Context: an optimization exercise on an open-source flow, tuned for small area, a short achievable clock period and few clock cycles per item. The choices shown serve that exercise and are no tape-out recipe. In this exercise RTL edits were held to simulation tests only and were not proved equivalent to the original.

==> flow/design.v <==
module lns8_prod (
    input  wire [7:0]         a,       
    input  wire [7:0]         w,       
    input  wire [7:0]         xs,      
    input  wire [7:0]         xr,      
    input  wire [15:0]        wb,      
    output reg  [64:0]        q,       
    output reg                clamp,   
    output reg                is_nan,
    output reg                is_pinf,
    output reg                is_ninf
);
    function [11:0] t8;
        input [2:0] j;
        case (j)
            3'd0: t8 = 12'd2048;
            3'd1: t8 = 12'd2233;
            3'd2: t8 = 12'd2435;
            3'd3: t8 = 12'd2656;
            3'd4: t8 = 12'd2896;
            3'd5: t8 = 12'd3158;
            3'd6: t8 = 12'd3444;
            default: t8 = 12'd3756;
        endcase
    endfunction
    wire       sa = a[7];
    wire       sw = w[7];
    wire [6:0] ma = a[6:0];
    wire [6:0] mw = w[6:0];
    wire a_zero = (ma == 7'd0);
    wire w_zero = (mw == 7'd0);
    wire a_inf  = (ma == 7'd127);
    wire w_inf  = (mw == 7'd127);
    wire a_tail = (ma != 7'd0) && (ma < 7'd8);
    wire w_tail = (mw != 7'd0) && (mw < 7'd8);
    wire signed [7:0] ea = $signed({1'b0, ma}) - 8'sd72;
    wire signed [7:0] ew = $signed({1'b0, mw}) - 8'sd72;
    wire [11:0] sig_a = a_tail ? {9'd0, ma[2:0]} : t8(ea[2:0]);
    wire [11:0] sig_w = w_tail ? {9'd0, mw[2:0]} : t8(ew[2:0]);
    wire signed [9:0] exp_a = a_tail ? -10'sd11 : ((ea >>> 3) - 10'sd11);
    wire signed [9:0] exp_w = w_tail ? -10'sd11 : ((ew >>> 3) - 10'sd11);
    wire [23:0]        psig = sig_a * sig_w;
    wire signed [17:0] sh   = exp_a + exp_w + $signed(xs) + $signed(xr) - $signed(wb);
    wire               neg  = sa ^ sw;
    reg [87:0] lshift;
    reg [49:0] rshift;
    reg [5:0]  rs;
    reg [63:0] mag;
    reg        rnd_up;
    always @(*) begin
        is_nan  = 1'b0;
        is_pinf = 1'b0;
        is_ninf = 1'b0;
        clamp   = 1'b0;
        q       = 65'd0;
        mag     = 64'd0;
        lshift  = 88'd0;
        rshift  = 50'd0;
        rs      = 6'd0;
        rnd_up  = 1'b0;
        if ((a_zero && sa) || (w_zero && sw)) begin
            is_nan = 1'b1;                          
        end else if (a_inf || w_inf) begin
            if (a_zero || w_zero)
                is_nan = 1'b1;                      
            else if (neg)
                is_ninf = 1'b1;
            else
                is_pinf = 1'b1;
        end else if (a_zero || w_zero) begin
            q = 65'd0;
        end else begin
            if (sh >= 0) begin
                if (sh > 18'sd63) begin
                    clamp = 1'b1;
                end else begin
                    lshift = {64'd0, psig} << sh[5:0];
                    if (lshift[87:63] != 25'd0)
                        clamp = 1'b1;
                    else
                        mag = lshift[63:0];
                end
            end else begin
                if (sh < -18'sd25) begin
                    mag = 64'd0;                    
                end else begin
                    rs     = -sh[5:0];
                    rshift = {psig, 26'd0} >> rs;   
                    rnd_up = rshift[25] && ((rshift[24:0] != 25'd0) || rshift[26]);
                    mag    = {40'd0, rshift[49:26]} + {63'd0, rnd_up};
                end
            end
            if (clamp)
                mag = 64'h7FFF_FFFF_FFFF_FFFF;
            q = neg ? -{1'b0, mag} : {1'b0, mag};
        end
    end
endmodule
module lns8_mac8 (
    input  wire         clk,
    input  wire         rst,         
    input  wire         in_valid,
    output wire         in_ready,
    input  wire         in_clear,    
    input  wire         in_last,     
    input  wire [15:0]  in_wb,       
    input  wire [7:0]   in_xs,       
    input  wire [63:0]  in_xr,       
    input  wire [63:0]  in_a,        
    input  wire [63:0]  in_w,        
    output reg          out_valid,
    output reg  [63:0]  out_v,
    output reg  [15:0]  out_w,
    output reg  [1:0]   out_tag,     
    output reg          out_sat
);
    localparam N = 8;
    reg signed [95:0] acc;
    reg signed [15:0] wreg;
    reg               sat;
    reg               seen_nan;
    reg               seen_pinf;
    reg               seen_ninf;
    assign in_ready = 1'b1;
    wire fire = in_valid && in_ready;
    wire signed [15:0] wuse = in_clear ? $signed(in_wb) : wreg;
    wire [15:0]        wuse_u = wuse;
    wire [64:0]        q     [0:N-1];
    wire [N-1:0]       p_clamp;
    wire [N-1:0]       p_nan;
    wire [N-1:0]       p_pinf;
    wire [N-1:0]       p_ninf;
    genvar k;
    generate
        for (k = 0; k < N; k = k + 1) begin : lane
            lns8_prod u_prod (
                .a      (in_a[8*k +: 8]),
                .w      (in_w[8*k +: 8]),
                .xs     (in_xs),
                .xr     (in_xr[8*k +: 8]),
                .wb     (wuse_u),
                .q      (q[k]),
                .clamp  (p_clamp[k]),
                .is_nan (p_nan[k]),
                .is_pinf(p_pinf[k]),
                .is_ninf(p_ninf[k])
            );
        end
    endgenerate
    reg signed [95:0] row_sum;
    integer i;
    always @(*) begin
        row_sum = 96'sd0;
        for (i = 0; i < N; i = i + 1)
            row_sum = row_sum + $signed(q[i]);
    end
    wire signed [95:0] acc_next  = (in_clear ? 96'sd0 : acc) + row_sum;
    wire               sat_next  = (in_clear ? 1'b0 : sat)       | (|p_clamp);
    wire               nan_next  = (in_clear ? 1'b0 : seen_nan)  | (|p_nan);
    wire               pinf_next = (in_clear ? 1'b0 : seen_pinf) | (|p_pinf);
    wire               ninf_next = (in_clear ? 1'b0 : seen_ninf) | (|p_ninf);
    wire too_big   = (acc_next > 96'sd9223372036854775807);
    wire too_small = (acc_next < -96'sd9223372036854775808);
    wire [1:0] tag_next = (nan_next || (pinf_next && ninf_next)) ? 2'b11 :
                          pinf_next ? 2'b01 :
                          ninf_next ? 2'b10 : 2'b00;
    wire [63:0] v_read = too_big   ? 64'h7FFF_FFFF_FFFF_FFFF :
                         too_small ? 64'h8000_0000_0000_0000 :
                                     acc_next[63:0];
    always @(posedge clk) begin
        if (rst) begin
            acc       <= 96'sd0;
            wreg      <= 16'sd0;
            sat       <= 1'b0;
            seen_nan  <= 1'b0;
            seen_pinf <= 1'b0;
            seen_ninf <= 1'b0;
            out_valid <= 1'b0;
            out_v     <= 64'd0;
            out_w     <= 16'd0;
            out_tag   <= 2'b00;
            out_sat   <= 1'b0;
        end else begin
            out_valid <= 1'b0;
            if (fire) begin
                acc       <= acc_next;
                wreg      <= wuse;
                sat       <= sat_next;
                seen_nan  <= nan_next;
                seen_pinf <= pinf_next;
                seen_ninf <= ninf_next;
                if (in_last) begin
                    out_valid <= 1'b1;
                    out_tag   <= tag_next;
                    out_sat   <= sat_next | too_big | too_small;
                    out_v     <= (tag_next == 2'b00) ? v_read : 64'd0;
                    out_w     <= (tag_next == 2'b00) ? wuse : 16'd0;
                end
            end
        end
    end
endmodule
==> flow/run.sh <==
#!/bin/bash
# synth_recipe.tcl (not shown) runs the flow's synth.tcl, then flattens the netlist and writes it again
# the make line also repeats each setting of config.mk as NAME=value (left out here)
make -C /OpenROAD-flow-scripts/flow DESIGN_CONFIG=/design/flow/config.mk WORK_HOME=/design/flow/orfs CLKGATE_MAP_FILE= SYNTH_SCRIPT=/design/flow/synth_recipe.tcl finish
==> flow/config.mk <==
export PLATFORM = sky130hd
export DESIGN_NAME = lns8_mac8
export DESIGN_NICKNAME = lns8_mac8
export VERILOG_FILES = /design/flow/design.v
export SDC_FILE = /design/flow/constraint.sdc
export NUM_CORES = 4
export LEC_CHECK = 0
export CAP_MARGIN = 20
export CELL_PAD_IN_SITES_DETAIL_PLACEMENT = 1
export CELL_PAD_IN_SITES_GLOBAL_PLACEMENT = 1
export CORE_MARGIN = 2
export CORE_UTILIZATION = 25
export GPL_ROUTABILITY_DRIVEN = 1
export PLACE_DENSITY = 0.35
export SLEW_MARGIN = 20
==> flow/constraint.sdc <==
create_clock -name core_clock -period 28.0 [get_ports {clk}]
set_input_delay 5.6000 -clock core_clock [delete_from_list [all_inputs] [get_ports {clk}]]
set_output_delay 5.6000 -clock core_clock [all_outputs]
set_load 0.01 [all_outputs]
==> run notes <==
-- cells by family (layout without fill, tap and decap cells) --
kind of cell,Yosys count,in the layout
DFF,200,200
AOI/OAI and AO/OA,6105,6105
muxes,480,480
xor gates and xnor gates,975,975
buffers and inverters,3198,3108
other,1,21
adders and majority gates,2429,2429
and+or+nand+nor,8391,8391
-- critical path: cells and delay by family --
family,cells,cell delay (ps)
xor+xnor,2,520
simple gates,24,6880
buf+inv,15,2630
fa+ha+maj,11,5360
compound gates,18,6180
-- registers in the layout, indices dropped and copies added, names as in the netlist --
register and count:
acc 96, out_v 64, out_w 16, wreg 16, out_tag 2, out_sat 1
out_valid 1, sat 1, seen_nan 1, seen_ninf 1, seen_pinf 1
-- cell usage after synthesis (all sizes together) (212+ instances only) --
cell / number
ha: 857
a21o: 292
buf: 238
xor2: 367
nand4: 212
nor4: 220
o21ai: 1279
xnor2: 600
nand2: 2648
o21a: 221
nand3: 608
clkbuf: 945
mux2i: 319
a31oi: 428
inv: 2006
fa: 1572
o211ai: 242
a21oi: 1247
a211oi: 302
nor3: 584
and2: 264
nor2: 2563
-- per-stage QoR --
stage,util [%]
after global routing,27.8
after CTS,27.8
final,27.8
after global placement,27.7
after floorplan,-
after detailed placement,27.7
-- what timing repair did --
| action | in CTS | in global routing |
|---|---|---|
| endpoints found under the setup margin | 65 | 66 |
| pin swaps | 0 | 2 |
| resized for setup | 3 | 24 |
| buffers inserted | 0 | 9 |
| hold buffers | 0 | 0 |
-- final timing paths --
path / start / to / slack (ps) / cells past startpoint
hold reg to reg: acc[94]$_SDFFE_PP0P_ / acc[94]$_SDFFE_PP0P_ / 480 / 2
hold / removal: acc[94]$_SDFFE_PP0P_ / acc[94]$_SDFFE_PP0P_ / 480 / 2
setup / recovery: in_a[40] / out_v[22]$_SDFFE_PP0P_ / 1200 / 70
setup reg to reg: wreg[0]$_SDFFE_PP0P_ / out_v[22]$_SDFFE_PP0P_ / 9300 / 58
-- per-layer routing --
metal	GRT usage (%)	vias up	part of all wire, %
met5	0	-	0.012
met1	39.6	87000	45
met2	49.9	3841	47
li1	-	77200	-
met3	2.21	693	3.8
met4	9.73	18	4.1
-- layout make-up --
type,instances,area [sq um]
fill,74800,441000
multi-input combinational,18400,139000
tap,8092,10100
timing repair buffer,1061,8790
inverter,2015,7570
sequential,200,4000
clock buffer,17,425
clock inverter,15,205
antenna,20,50.0
==> impl_metrics.py <==
metrics = {
    "status": {
        "run_status": "finished clean",
    },
    "yosys": {
        "synth_xor_area_share_pct": 5.65,
        "ys_seq_elements": 200,
        "netlist_area_sq_mm": 0.154,
        "ys.flop_type": "dfxtp_1",
        "synth_mux_area_share_pct": 3.85,
        "synth_top_area_share_pct": 20.5,
        "yosysTopAreaCell": "fa_1",
        "yosys.area_share.simple_pct": 25.5,
        "synth-compound-area-share_pct": 27.0,
        "synth_cells": 21800,
        "synth_warnings": 2,
        "synth_edf_count": 0,
        "synth.distinct_cells": 144,
        "synth_top_family_by_area": "adder cells",
        "synth_seq_area_share_pct": 2.61,
        "async_flop_share_pct": 0,
        "synthAdderAreaFrac_pct": 27.5,
        "avgSynthCellArea_sq_um": 7.06,
        "synth_fp_nets": 24400,
        "ys_top_cells_by_area": "fa_1, ha_1, nand2_1",
    },
    "setup_path": {
        "critPathSlowestCell": "a2111oi_0",
        "path_class": "in2reg",
        "critPathLaunchType": "input port",
        "max_stage_delay_ps": 930,
        "crit_required_ps": 28450,
        "endpoint_kind": "flop",
        "path_max_fanout": 18,
        "arrival_ps": 27250,
    },
    "grt": {
        "grt_pass1_vias": 174000,
        "antenna_found_initial": 34,
        "grt_overflow": 0,
        "grt_pass1_wl_mm": 1350,
        "grt_max_degree": 88,
        "grt_usage_pct": 29.5,
    },
    "sta": {
        "period_needed_ps": 26800,
        "holdWs_ps": 478,
        "setup_violations": 0,
        "hold_violations": 0,
        "min_period_over_period_pct": 95.7,
        "tightest_slew_ps": 1260,
        "slew_headroom_pct": 15.7,
        "postLayoutSetupSlackWorst_ps": 1200,
        "drv_slew": 0,
        "fin_skew_ps": 28.1,
        "finalSetupTns_ps": 0,
        "grt_setup_unrepaired": "no",
        "max_freq_mhz": 37.3,
    },
    "layout": {
        "finalNonFillerCells": 29800,
        "layout-drive-gt1-share_pct": 7.28,
        "design_area_sq_mm": 0.170,
        "final_nets": 24300,
        "mostFrequentLayoutCell": "nand2_1",
        "syn_to_final_growth_pct": 10.8,
        "layout_common_cells": "nand2_1, nor2_1, inv_1, fa_1, a21oi_1",
    },
    "placed_design": {
        "portBuffers": 304,
        "place.detailed.hpwl_mm": 800,
        "dpl_cell_area_sq_mm": 0.169,
        "post-place-cells": 29700,
        "routabilityCongestion": 0.962,
        "place_ws_ps": -597,
    },
    "floorplan": {
        "start_util_pct": 25.1,
        "ios": 306,
        "rows": 287,
        "die_w_um": 788,
        "die_area_sq_mm": 0.621,
        "core_sq_mm": 0.612,
        "die_height_um": 788,
    },
    "routing": {
        "vias": 169000,
        "routedWlPerCell_um": 31.7,
        "drt_wl_total_mm": 944,
        "antenna_left": 0,
        "vias_per_cell": 5.66,
        "dr.pass1.iters": 8,
        "drc": 0,
        "dr.first_iter.drc_count": 12400,
    },
    "cts": {
        "clock_sinks": 200,
        "htreeDepth": 4,
        "clock_latency_ps": 540,
        "path_clk_slew_ps": 110,
        "clock_tree.root_cell": "clkbuf_16",
        "cts_buffers": 17,
        "cts_tree": "built",
        "clk_path_buf_depth": 2,
    },
    "hold_path": {
        "worst_hold_path_type": "reg2reg",
    },
    "job": {
        "maxCapViolCount": 0,
    },
}
Testbench counts, summed over its fixed seeds: cycles 24,008, rows 24,000.

-- static timing again, ports no longer ideal --
The results above use ideal ports. As a check the final layout listed here was re-extracted and re-timed, cells and wires unchanged. Step 1 (the two cells are an assumption about what drives the block):
set clk [get_ports {clk}]
set_driving_cell -lib_cell sky130_fd_sc_hd__clkbuf_16 $clk
set_driving_cell -lib_cell sky130_fd_sc_hd__buf_2 [delete_from_list [all_inputs] $clk]
Step 2 also shifts input and output timing later by t, the mid clock arrival at the registers, as if the neighbouring blocks saw the same clock. a / b / c = no drivers / after step 1 / after step 2; a / b = the first two.
t (ns): 0.585
setup WS [ns]: 1.204 / 1.201 / 0.617
worst data-port slew with drivers (ns): 0.33
After both steps this run still meets setup and hold. For this run, drivers alone change the setup slack by -0.003 ns; drivers and shift together by -0.587 ns.
